This design comes from an exercise in tuning for small area on the open sky130 flow, not from production work.
In this exercise RTL edits were held to simulation tests only and were not proved equivalent to the original.
Power is estimated from default activity; no workload was simulated.

<file path="config.mk">
export PLATFORM = sky130hd
export DESIGN_NAME = frond_gang
export DESIGN_NICKNAME = frond_gang
export VERILOG_FILES = /design/flow/design.v
export SDC_FILE = /design/flow/constraint.sdc
export NUM_CORES = 4
export LEC_CHECK = 0
export CAP_MARGIN = 20
export CORE_AREA = 10 10 590 590
export DIE_AREA = 0 0 600 600
export PLACE_DENSITY = 0.4
export SETUP_SLACK_MARGIN = 1.5
export SLEW_MARGIN = 20
</file>
<file path="constraint.sdc">
create_clock -name core_clock -period 32.0 [get_ports {clk}]
set_input_delay 6.4000 -clock core_clock [delete_from_list [all_inputs] [get_ports {clk}]]
set_output_delay 6.4000 -clock core_clock [all_outputs]
set_load 0.01 [all_outputs]
</file>
<file path="design.v">
module frond_gang_alu (
    input  wire [7:0] x,
    input  wire [7:0] y,
    input  wire       ci,
    output wire [7:0] s,
    output wire       c7,
    output wire       co
);
    wire [7:0] lo = {1'b0, x[6:0]} + {1'b0, y[6:0]} + {7'd0, ci};
    assign c7 = lo[7];
    assign s  = {x[7] ^ y[7] ^ c7, lo[6:0]};
    assign co = (x[7] & y[7]) | (c7 & (x[7] ^ y[7]));
endmodule
module frond_gang (
    input  wire          clk,
    input  wire          rst,
    input  wire [63:0]   gang,
    input  wire [1023:0] tt,
    input  wire [63:0]   opa,
    input  wire [63:0]   opb,
    input  wire [63:0]   opc,
    output reg  [63:0]   res,
    output reg  [63:0]   fault,
    output reg  [7:0]    flag_we,
    output reg  [7:0]    flag_c,
    output reg  [7:0]    flag_v,
    output reg  [7:0]    flag_n
);
    reg [7:0]  oh_t [0:63];    
    reg [6:0]  ro_t [0:63];
    reg [6:0]  rem  [0:8];
    reg [63:0] is_base;
    integer    k, r, p;
    always @(*) begin
        for (k = 0; k < 8; k = k + 1)
            for (r = 0; r < 8; r = r + 1) begin
                oh_t[8*k+r] = 8'd0;
                ro_t[8*k+r] = 7'd0;
                for (p = 7; p >= 0; p = p - 1)
                    if (p >= r && gang[8*k+p]) begin
                        oh_t[8*k+r] = 8'd1 << p;
                        ro_t[8*k+r] = p[6:0] + (7'd8 << tt[16*(8*k+p)+10 +: 2]) - 7'd8;
                    end
            end
        rem[0] = 7'd0;
        for (k = 0; k < 8; k = k + 1) begin
            if (rem[k] >= 7'd8) begin
                rem[k+1] = rem[k] - 7'd8;
                is_base[8*k +: 8] = 8'd0;
            end else begin
                rem[k+1] = ro_t[8*k + rem[k][2:0]];
                is_base[8*k +: 8] = oh_t[8*k + rem[k][2:0]];
            end
        end
    end
    wire [14:0] seg_active;
    genvar s;
    generate
        for (s = 0; s < 15; s = s + 1) begin : g_seg
            localparam integer LW  = (s < 8) ? 0 : (s < 12) ? 1 : (s < 14) ? 2 : 3;
            localparam integer W   = 8 << LW;
            localparam integer K   = (s < 8) ? s : (s < 12) ? s - 8 : (s < 14) ? s - 12 : 0;
            localparam integer LO  = K * W;
            localparam integer MSB = LO + W - 1;
            wire [15:0] btt = tt[16*LO +: 16];
            reg same;
            integer j;
            always @(*) begin
                same = 1'b1;
                for (j = LO + 1; j <= MSB; j = j + 1)
                    if (gang[j] && (tt[16*j +: 16] != btt))
                        same = 1'b0;
            end
            assign seg_active[s] = is_base[LO] && (btt[11:10] == LW) && same &&
                                   !(btt[8] && (btt[7:0] > 8'd253)) && !btt[15];
        end
    endgenerate
    reg  [7:0]  act, first, last;
    reg  [5:0]  cbase [0:7];
    reg  [1:0]  cw    [0:7];
    integer     c;
    always @(*) begin
        for (c = 0; c < 8; c = c + 1) begin
            if (seg_active[c]) begin
                act[c] = 1'b1; cw[c] = 2'd0; cbase[c] = 8 * c;
                first[c] = 1'b1; last[c] = 1'b1;
            end else if (seg_active[8 + c/2]) begin
                act[c] = 1'b1; cw[c] = 2'd1; cbase[c] = 16 * (c/2);
                first[c] = (c % 2 == 0); last[c] = (c % 2 == 1);
            end else if (seg_active[12 + c/4]) begin
                act[c] = 1'b1; cw[c] = 2'd2; cbase[c] = 32 * (c/4);
                first[c] = (c % 4 == 0); last[c] = (c % 4 == 3);
            end else begin
                act[c] = seg_active[14]; cw[c] = 2'd3; cbase[c] = 6'd0;
                first[c] = (c == 0); last[c] = (c == 7);
            end
        end
    end
    wire [7:0] sm [0:7];      
    wire [7:0] sa [0:7];      
    wire [8:0] co_m, co_a;
    wire [7:0] c7_m, c7_a;
    wire [7:0] zc;
    wire [2:0] cgop [0:7];
    wire [7:0] csgn, cfwe, ci_m, ci_a;
    wire [7:0] ltc;
    assign co_m[0] = 1'b0;
    assign co_a[0] = 1'b0;
    genvar g;
    generate
        for (g = 0; g < 8; g = g + 1) begin : g_chunk
            wire [15:0] ctt = tt[16*cbase[g] +: 16];
            wire        cin = opc[cbase[g]];
            assign cgop[g] = ctt[14:12];
            assign csgn[g] = ctt[9];
            assign cfwe[g] = ctt[8];
            wire [7:0] x  = opa[8*g +: 8] & gang[8*g +: 8];
            wire [7:0] y  = opb[8*g +: 8] & gang[8*g +: 8];
            wire       add = (cgop[g] == 3'd0);
            wire [7:0] yy = add ? y : ~y;
            wire       cs = add ? cin : (cgop[g] == 3'd1) ? ~cin : 1'b1;
            assign ci_m[g] = first[g] ? cs : co_m[g];
            assign ci_a[g] = first[g] ? 1'b0 : co_a[g];
            frond_gang_alu u_m (.x(x), .y(yy), .ci(ci_m[g]), .s(sm[g]), .c7(c7_m[g]), .co(co_m[g+1]));
            frond_gang_alu u_a (.x(x), .y(~y), .ci(ci_a[g]), .s(sa[g]), .c7(c7_a[g]), .co(co_a[g+1]));
            assign zc[g]  = (sm[g] == 8'd0);
            assign ltc[g] = csgn[g] ? (sm[g][7] ^ (c7_m[g] ^ co_m[g+1])) : ~co_m[g+1];
        end
    endgenerate
    reg [7:0] lt, eq;
    integer   t, top, lo;
    always @(*) begin
        for (c = 0; c < 8; c = c + 1) begin
            lo  = (c >> cw[c]) << cw[c];
            top = lo + (1 << cw[c]) - 1;
            lt[c] = ltc[top];
            eq[c] = 1'b1;
            for (t = 0; t < 8; t = t + 1)
                if (t >= lo && t <= top && !zc[t]) eq[c] = 1'b0;
        end
    end
    reg [63:0] res_d, fault_d;
    reg [7:0]  we_d, c_d, v_d, n_d;
    reg [63:0] act_base;
    reg [7:0]  rc;
    always @(*) begin
        for (c = 0; c < 8; c = c + 1) begin
            case (cgop[c])
                3'd0, 3'd1: rc = sm[c];
                3'd2: rc = {8{lt[c]}};
                3'd3: rc = {8{lt[c] | eq[c]}};
                3'd4: rc = {8{eq[c]}};
                3'd5: rc = (lt[c] | eq[c]) ? opa[8*c +: 8] : opb[8*c +: 8];
                3'd6: rc = lt[c] ? opb[8*c +: 8] : opa[8*c +: 8];
                default: rc = lt[c] ? ~sa[c] : sm[c];
            endcase
            res_d[8*c +: 8] = (act[c] ? rc : 8'd0) & gang[8*c +: 8];
            we_d[c] = act[c] && last[c] && cfwe[c] && gang[8*c+7];
            c_d[c]  = we_d[c] & ((cgop[c] == 3'd0) ? co_m[c+1] : ~co_m[c+1]);
            v_d[c]  = we_d[c] & (c7_m[c] ^ co_m[c+1]);
            n_d[c]  = we_d[c] & sm[c][7];
        end
        act_base = 64'd0;
        for (c = 0; c < 8; c = c + 1) act_base[8*c] = seg_active[c];
        for (c = 0; c < 4; c = c + 1) act_base[16*c] = act_base[16*c] | seg_active[8 + c];
        for (c = 0; c < 2; c = c + 1) act_base[32*c] = act_base[32*c] | seg_active[12 + c];
        act_base[0] = act_base[0] | seg_active[14];
        fault_d = is_base & ~act_base;
    end
    always @(posedge clk) begin
        if (rst) begin
            res <= 64'd0; fault <= 64'd0;
            flag_we <= 8'd0; flag_c <= 8'd0; flag_v <= 8'd0; flag_n <= 8'd0;
        end else begin
            res <= res_d; fault <= fault_d;
            flag_we <= we_d; flag_c <= c_d; flag_v <= v_d; flag_n <= n_d;
        end
    end
endmodule
</file>
<file path="run.sh">
#!/bin/bash
# synth_recipe.tcl (not shown) runs the flow's synth.tcl, then flattens the netlist and writes it again
# the make line also repeats each setting of config.mk as NAME=value (left out here)
make -C /OpenROAD-flow-scripts/flow DESIGN_CONFIG=/design/flow/config.mk WORK_HOME=/design/flow/orfs CLKGATE_MAP_FILE= SYNTH_SCRIPT=/design/flow/synth_recipe.tcl finish
</file>
==> impl_metrics.toml <==
[status]
status = "finished clean"

[placement]
place.gp.congestion = 0.9692
dp_hpwl_mm = 358.6
port_buffers = 1385
dp_slack_ns = 1.057
place_inst = 12290

[worst_hold_path]
hold_class = "in2reg"

[global_route]
grt_pass1_vias = 60840
grt_overflow = 0
antenna_found_initial = 187
track_usage = 0.2333
grt_max_degree = 37
grt_pass1_wl_mm = 579.4

[die]
core.rowCount = 212
start_util = 0.1528
fp.dieW_um = 600
fp.dieH_um = 600
io_pins = 1442
dieArea_sq_um = 360000
coreArea_sq_um = 334200

[pwr]
ir_drop_mv = 0.02887
leakage_nw = 26.91
powerDensity_nw_per_um2 = 27.01
finalPower_mw = 1.927

[cts]
htree_num_levels = 4
clk_pin_slew_ns = 0.08
cts_tree = "yes"
cts_resized = 0
numCtsBuffers = 25
ctsRootBufferMaster = "clkbuf_16"
cts.sinks = 160
post-cts-setup-buffers = 0
cts_buffer_depth = 3
holdBufCountCts = 0

[synth]
synth_ff_type = "dfxtp_1"
avgSynthCellArea_sq_um = 7.562
synth_top_family_by_area = "XOR/XNOR gates"
synth-compound-area-share = 0.1484
synth_adder_area_share = 0.04704
synth.mux.area_fraction = 0.03908
synth-async-reset-ratio = 0
synth_edf_count = 0
syn-instance-count = 6754
synth_warnings = 11
yosys_register_bits = 160
ys_seq_area_frac = 0.06272
synthXorXnorAreaFrac = 0.4467
synthSimpleGateAreaFrac = 0.2038
synth_area_sq_um = 51070
ys_types = 128
postSynthNetCount = 8195

[final_layout]
nFillCells = 37280
final_cell_mix = "2362 x xor2_1, 1321 x clkdlybuf4s50_1, 602 x nor4_1"
layout-drive-gt1-share = 0.06682
final_common_cell = "xor2_1"
fin_cells = 12430
area.growth.synth_to_final_pct = 39.70
seqCellArea_sq_um = 3203
multi_input_area_sq_um = 45360
final_net_count = 9367

[job]
max-cap-violations = 0

[critical_path]
path_class = "in2reg"
start_kind = "input pin"
worstPathMaxFanout = 17
crit_family = "compound AO/OA/AOI/OAI gates"
arrival_ns = 29.17
endpoint_kind = "flip-flop"
cp_common_cell = "a21oi_1"
critical_path.startpoint = "gang[1]"
critical_path_required_ns = 32.39
endpoint = "res[6]"
worstPathBufferInverterCount = 7
slowest_delay_ns = 0.76
cp_slowest_cell = "clkdlybuf4s50_1"
crit_cells = 87

[timing]
rsz0062_at_grt = "no"
fin_crit_sh = 0.8995
max_freq_mhz = 34.74
setup_violations = 0
slew_headroom = 0.1553
slew_violations = 0
fin_ws_ns = 3.217
layout_min_cycle_time_ns = 28.78
worstMarginPinSlew_ns = 1.232
finalHoldViolCount = 0
tns_ns = 0

[detailed_routing]
drc = 0
drtAntennaViolNets = 0
vias = 61320
drt_iter0_markers = 6411
drt-total-wl_mm = 447.4
first_pass_iters = 6
routed_via_density = 4.933
wl_per_cell_um = 35.99
-- cell type report --
type,instances,share of cell area
multi-input combinational,5919,0.6357
timing repair buffer,1652,0.2196
tap,4387,0.07693
sequential,160,0.04489
clock buffer,29,0.009400
inverter,168,0.008839
antenna,112,0.003928
clock inverter,4,0.0006664
-- registers in the layout, summed over array words and instances (netlist names) --
| signal | count |
|---|---|
| fault | 64 |
| flag_c | 8 |
| flag_n | 8 |
| flag_v | 8 |
| flag_we | 8 |
| res | 64 |
-- worst min-delay path by stage --
stage / from / to / cells after the start
2_1_floorplan: gang[5] / res[5] / 2
3_3_place_gp: rst / fault[52] / 3
3_5_place_dp: rst / fault[52] / 3
4_1_cts: gang[25] / res[25] / 3
5_1_grt: gang[25] / res[25] / 3
6_report: rst / fault[52] / 3
-- routing by layer --
metal / up-vias / wire (um) / global-route usage
li1: 26260 / - / -
met4: 76 / 32940 / 0.1453
met5: - / 506 / 0
met2: 3784 / 219700 / 0.4129
met3: 962 / 32900 / 0.04774
met1: 30240 / 161300 / 0.2545
-- worst min-delay path, delay by kind of cell --
kind | cells | cell delay (ns)
buffers and inverters | 2 | 0.46
and+or+nand+nor | 1 | 0.11
-- metrics by stage --
stage | cell area [sq um] | utilization | hold slack, ns
after floorplan | 51070 | - | 6.582
after global placement | 70250 | 0.2102 | 7.052
after detailed placement | 70260 | 0.2102 | 7.063
after CTS | 70970 | 0.2124 | 6.474
after global routing | 71250 | 0.2132 | 6.485
final | 71350 | 0.2135 | 6.520
-- logic make-up (layout without fill, tap and decap cells) --
family | after synthesis | in the layout
XOR/XNOR | 2604 | 2604
AND/OR/NAND/NOR | 1881 | 1881
AO/OA/AOI/OAI | 1083 | 1083
buffers and inverters | 675 | 1853
multiplexers | 191 | 191
flip-flops | 160 | 160
adder cells (fa/ha/maj) | 159 | 159
other | 1 | 113
-- power by group --
| group | internal [mW] | total [mW] | switching (mW) |
|---|---|---|---|
| clock network | 0.155 | 0.272 | 0.116 |
| registers | 0.203 | 0.205 | 0.00208 |
| logic | 0.545 | 1.45 | 0.906 |
| total | 0.903 | 1.93 | 1.02 |
-- synth_stat cells (all sizes together), types with 17 or more instances --
cell type  number  share of area
and3           46         0.0056
nand4         219          0.027
o22ai          48         0.0059
a21oi         295          0.030
o31a           21         0.0036
clkbuf        317          0.023
nand3          79         0.0078
or3            34         0.0043
buf           190          0.017
or2            21         0.0026
xor2         2362           0.41
o211ai         64         0.0096
nand2b         35         0.0043
a21o           80          0.012
and2           82          0.010
o21bai         34         0.0050
nand2         323          0.024
a22oi          61         0.0091
mux2           64          0.014
nor2          261          0.020
inv           167          0.012
nor4          613          0.076
ha            104          0.025
a221oi         20         0.0038
a211oi         26         0.0039
mux2i         127          0.025
fa             55          0.022
o221ai         17         0.0029
nor2b          25         0.0031
xnor2         242          0.042
o21ai         159          0.016
dfxtp         160          0.063
nor3           67         0.0069
and4           18         0.0031
a31oi          45         0.0067
a2111oi        20         0.0040

[afterwards: timing with drivers on the ports]
No port has a modelled driver above. Below, the same layout with a new extraction and two added sets of constraints.
Step 1 (the two cells are an assumption about what drives the block):
set clk [get_ports {clk}]
set_driving_cell -lib_cell sky130_fd_sc_hd__clkbuf_16 $clk
set_driving_cell -lib_cell sky130_fd_sc_hd__buf_2 [delete_from_list [all_inputs] $clk]
Step 2 adds t to the input delays and takes it off the output delays; t is the mean of the earliest and latest rising clock arrival at the registers after step 1. Input paths then give back, and output paths get back, about the clock's delay inside the block.
Three values: no drivers, after step 1, after step 2; two values: the first two.
t (ns): 0.617
slack for setup (ns): 3.217 / 3.248 / 2.631
worst slew at a driven data input, ns: 0.42
pins driven straight from the clock port: 1
After both steps setup and hold are still met in this run. For this run, drivers alone change the setup slack by +0.031 ns; drivers and shift together by -0.586 ns.
